Context: an optimization exercise on an open-source flow, tuned for small area, a short achievable clock period and few clock cycles. The choices shown serve that exercise and are no tape-out recipe.
Function was not checked in any run shown here: the RTL went through the layout flow alone.

## flow/design.v (module list and top-level ports; edited modules follow where they fit)
// module crc_channel: 3815 lines
// module crc_x2: 7 lines
module crc_channel (
    input  wire        clk,
    input  wire        rst,             
    input  wire        cmd_go,
    input  wire [2:0]  cmd_set,
    input  wire        cmd_expect_en,
    input  wire [31:0] cmd_len,
    input  wire [63:0] cmd_exp,
    input  wire        cmd_terminate,
    input  wire        in_valid,
    output wire        in_ready,
    input  wire [63:0] in_data,
    output reg         done,
    output wire [1:0]  state,
    output reg  [7:0]  code,
    output reg         match,
    output reg  [63:0] result
);
  // ...
==> flow/run.sh <==
#!/bin/bash
# synth_recipe.tcl (not shown) runs the flow's synth.tcl, then flattens the netlist and writes it again
# the make line also repeats each setting of config.mk as NAME=value (left out here)
make -C /OpenROAD-flow-scripts/flow DESIGN_CONFIG=/design/flow/config.mk WORK_HOME=/design/flow/orfs CLKGATE_MAP_FILE= SYNTH_SCRIPT=/design/flow/synth_recipe.tcl finish
==> flow/config.mk <==
export PLATFORM = sky130hd
export DESIGN_NAME = crc_channel
export DESIGN_NICKNAME = crc_channel
export VERILOG_FILES = /design/flow/design.v
export SDC_FILE = /design/flow/constraint.sdc
export NUM_CORES = 4
export LEC_CHECK = 0
export CAP_MARGIN = 20
export CORE_MARGIN = 2
export CORE_UTILIZATION = 40
export SLEW_MARGIN = 20
export SYNTH_HIERARCHICAL = 1
==> flow/constraint.sdc <==
create_clock -name core_clock -period 20.0 [get_ports {clk}]
set_input_delay 4.0000 -clock core_clock [delete_from_list [all_inputs] [get_ports {clk}]]
set_output_delay 4.0000 -clock core_clock [all_outputs]
set_load 0.01 [all_outputs]
==> flow_metrics.tcl, run 1 <==
set metrics [dict create \
    grtUsageMet2_pct 62.6 \
    end_kind "flop" \
    startpoint "sel_q[0]$_DFFE_PN_" \
    nNetsFinal 4483 \
    cts.sinks 432 \
    tns_ps 0 \
    yosys_warnings 7 \
    postLayoutCoreUtil_pct 48.2 \
    holdPathStages 2 \
    multi_input_area_share_pct 58.4 \
    critPathArrivalTime_ps 7290 \
    num_rows 111 \
    htree_levels 2 \
    hold_ws_ps 447 \
    vias 32700 \
    synth_edf_count 226 \
    dieArea_um2 94400 \
    n_antenna_cell 4 \
    ys_types 61 \
    slew_headroom_pct 13.4 \
    path_delay_family "XOR/XNOR gates" \
    grt_pass1_vias 30600 \
    seq_area_share_pct 24.8 \
    status "complete, no violations" \
    synth_top_family_by_area "XOR/XNOR gates" \
    postSynthCellCount 3946 \
    grt_start_max_net_pins 81 \
    postCtsHoldBufs 0 \
    r2r-end "crc_q[14]$_DFFE_PP_" \
    grt_pass1_wl_mm 278 \
    required_ps 20330 \
    syn_area_per_cell_um2 9.32 \
    multiInputGateArea_um2 25700 \
    multi_input_comb_cells 3308 \
]
==> inputs of run 2 (changes only) <==
==> flow/flow/run.sh (new file) <==
#!/bin/bash
# The standard layout (standard.sh: standard synthesis, floorplan, placement,
# CTS, routing, finish), with one change: the buffers that buffer_ports puts on
# every input and output port are sky130_fd_sc_hd__buf_2 cells instead of the
# cell buffer_ports picks by itself (clkdlybuf4s50_1, a delay cell).
# make's full output goes to flow_make.log here; each ORFS step also writes its
# own log under orfs/logs/.
set -euo pipefail
bash standard.sh 'BUFFER_PORTS_ARGS=-buffer_cell sky130_fd_sc_hd__buf_2' finish > flow_make.log 2>&1
==> flow/standard.sh (new file) <==
#!/bin/bash
# synth_recipe.tcl (not shown) runs the flow's synth.tcl, then flattens the netlist and writes it again
# the make line also repeats each setting of config.mk as NAME=value (left out here)
make -C /OpenROAD-flow-scripts/flow DESIGN_CONFIG=/design/flow/config.mk WORK_HOME=/design/flow/orfs CLKGATE_MAP_FILE= SYNTH_SCRIPT=/design/flow/synth_recipe.tcl "${@:-finish}"
removed: flow/run.sh
==> run 2 against run 1 <==
Sequential share of layout area increased by 0.64 points; first-iteration DRC count is 2.9% higher; count of clock-buffer cells in the layout fell by 16; clock skew fell by 12 ps; maximum frequency is 8.8% higher; worst hold slack worse by 2.0 ps.
==> flow_metrics.tcl, run 2 <==
set metrics [dict create \
    die_y_um 307 \
    maxCapViolations 0 \
    area_delta_synth_final_pct 16.7 \
    crit_path_start_kind "flop" \
    multiInputGateArea_um2 25800 \
    clk_latency_ps 650 \
    layout.cells.most_common_list "xor2_1, nand2_1, buf_2" \
    grt_overflow_total 0 \
    yosys_warnings 7 \
    num_rows 111 \
    min_from "result[54]$_SDFFE_PP0P_" \
    fmax_ghz 0.156 \
    min_period_ps 6400 \
    drc 0 \
    synth_top_area_cell "xor2_1" \
    postRouteAntennaNets 0 \
    routed_wl_mm 209 \
    grt_pass1_vias 30700 \
    min_to "result[54]$_SDFFE_PP0P_" \
    met3_usage_pct 17.5 \
    vias 32600 \
    port_buffers 240 \
    synthTopCellsByCount "xor2_1, nand2_1, edfxtp_1" \
    slew_headroom_pct 12.0 \
    synth_edf_count 226 \
    tns_ps 0 \
    layout.area.seq_um2 10900 \
    postSynthCellCount 3946 \
    reg2reg_from "first_q$_SDFFE_PN1P_" \
    nNetsFinal 4474 \
    coreArea_um2 91400 \
    grt_start_max_net_pins 161 \
    synth_area_um2 36800 \
    first_iter_violations 5177 \
    postLayoutCoreUtil_pct 47.0 \
    synth.top_cell.area_share_pct 42.9 \
    synth_area_leaders "xor2_1, edfxtp_1, dfxtp_1, mux2i_1, nand2_1" \
    busiest_layer "met2" \
    grt_use_total_pct 43.3 \
    final_cells 5524 \
    cp_max_fo 73 \
    fin_crit_sh_pct 32.0 \
    holdPathStages 2 \
    clockBufferDepth 3 \
    start_util_pct 40.3 \
    antenna_found_initial 4 \
    maxSlewViolCount 0 \
    cts_buffers 50 \
    postCtsHoldBufs 0 \
    drive_gt1_share_pct 15.0 \
    cts_resized 0 \
    dr.pass1.iters 8 \
    synthFlopType "edfxtp_1" \
    critPathArrivalTime_ps 6760 \
    hold_path_class "flop to flop" \
    hpwl_mm 159 \
    worst_pin_slew_ps 1320 \
    status "complete, no violations" \
    cts.sinks 432 \
    fp.dieW_um 307 \
    wl_per_cell_um 37.8 \
    grtUsageMet2_pct 60.0 \
    yosysMostFrequentCell "xor2_1" \
    end_kind "flop" \
    reg2reg_depth 14 \
    reg2reg_setup_slack_ps 13600 \
    final_common_cell "xor2_1" \
    setup_viol 0 \
    async_flop_share_pct 0 \
    met1_usage_pct 55.0 \
    skew_ps 52.1 \
    grt_pass1_wl_mm 275 \
    yosysSeqAreaShare_pct 29.7 \
    path_clk_slew_ps 60 \
    gp_congestion 1.13 \
    hold_ws_ps 445 \
    dieArea_um2 94400 \
    syn_area_per_cell_um2 9.32 \
    synth_seq_cells 432 \
    ys_types 61 \
    cts-root-buf "clkbuf_16" \
    hold_viol 0 \
    drt-vias-per-instance 5.91 \
    critPathKind "flop to flop" \
    n_fill_cell 8872 \
    grt_setup_unrepaired "false" \
    cts_tree "yes" \
    pin_count 246 \
    htree_levels 2 \
    r2r-end "crc_q[25]$_DFFE_PP_" \
    place_inst 5425 \
    post_cts_buffers 0 \
    required_ps 20360 \
]
-- run 2: per-module statistics from Yosys, one instance, submodules excluded --
module,copies in the design,flops+latches
crc_channel,1,432
crc_x2,1742,0
-- run 2: metal layers --
metal / part of all wire [%] / wire length (µm)
met1: 39 / 82300
met3: 13 / 27500
met5: 0.011 / 24
met4: 8.1 / 16900
met2: 39 / 82300
-- run 2: cells by family (layout without fill, tap and decap cells) --
logic type      after synthesis  in the layout  share of synthesized area, %
compound gates              395            395                          7.13
simple gates                825            825                          10.6
xor+xnor                   1885           1885                          44.9
flops                       432            432                          29.7
mux                         185            185                          5.03
fa+ha+maj                    13             13                         0.442
other cells                   1              9                        0.0102
buf+inv                     210            594                          2.28
-- run 2: metrics by stage --
step           setup WS [ps]  area, µm²
2_1_floorplan          14060      36800
3_3_place_gp           13560      41100
3_5_place_dp           13500      41200
4_1_cts                14030      42900
5_1_grt                13690      42900
6_report               13600      42900
-- run 2: worst max-delay path by stage --
stage	from	to	slack, ps	depth (start not counted)
final	first_q$_SDFFE_PN1P_	crc_q[25]$_DFFE_PP_	13600	14
after global routing	sel_q[1]$_DFFE_PN_	crc_q[30]$_DFFE_PP_	13690	16
after CTS	sel_q[1]$_DFFE_PN_	crc_q[30]$_DFFE_PP_	14030	16
after detailed placement	cmd_len[1]	ist1$func$/design/flow/design.v:107$5472.$result[27]$_DFF_P_	13500	9
after global placement	cmd_len[1]	flop	13560	9
after floorplan	cmd_len[1]	ist0$func$/design/flow/design.v:107$5471.$result[19]$_DFF_P_	14060	9
-- run 2: final cells by class --
| class | count | share of cell area, % |
|---|---|---|
| Tap cell | 1186 | 3.46 |
| Multi-Input combinational cell | 3308 | 60.1 |
| Antenna cell | 4 | 0.0233 |
| Timing Repair Buffer | 463 | 6.80 |
| Inverter | 37 | 0.329 |
| Sequential cell | 432 | 25.4 |
| Clock inverter | 37 | 0.778 |
| Clock buffer | 57 | 3.12 |
-- run 2: critical path: stages (launching register included) --
cell      delay [ps]
dfxtp_2          310
buf_4            570
inv_2            440
a21oi_1          430
xor2_1           180
buf_4            330
xor2_1           260
buf_4            240
xor2_1           860
xor2_1           990
xor2_1           190
xor2_1           220
xor2_1           170
a222oi_1         800
inv_1             80

==> afterwards: timing with drivers on the ports <==
The results above use ideal ports. As a check the final layouts listed here were re-extracted and re-timed, cells and wires unchanged.
Step 1 (the two cells are an assumption about what drives the block):
set clk [get_ports {clk}]
set_driving_cell -lib_cell sky130_fd_sc_hd__clkbuf_16 $clk
set_driving_cell -lib_cell sky130_fd_sc_hd__buf_2 [delete_from_list [all_inputs] $clk]
Step 2 times the ports against the registers' clock, not the clock port: input delays grow and output delays shrink by t, the midpoint of the rising clock arrivals with the driver on.
Slacks: ideal / step 1 / step 2; pairs: ideal / step 1.
| run | shift t [ns] | setup WS [ns] | pins driven straight from the clock port |
|---|---|---|---|
| run 1 | 0.703 | 13.039 / 13.039 / 13.039 | 1 |
| run 2 | 0.700 | 13.604 / 13.604 / 13.604 | 1 |
After both steps setup and hold are still met in every run listed.
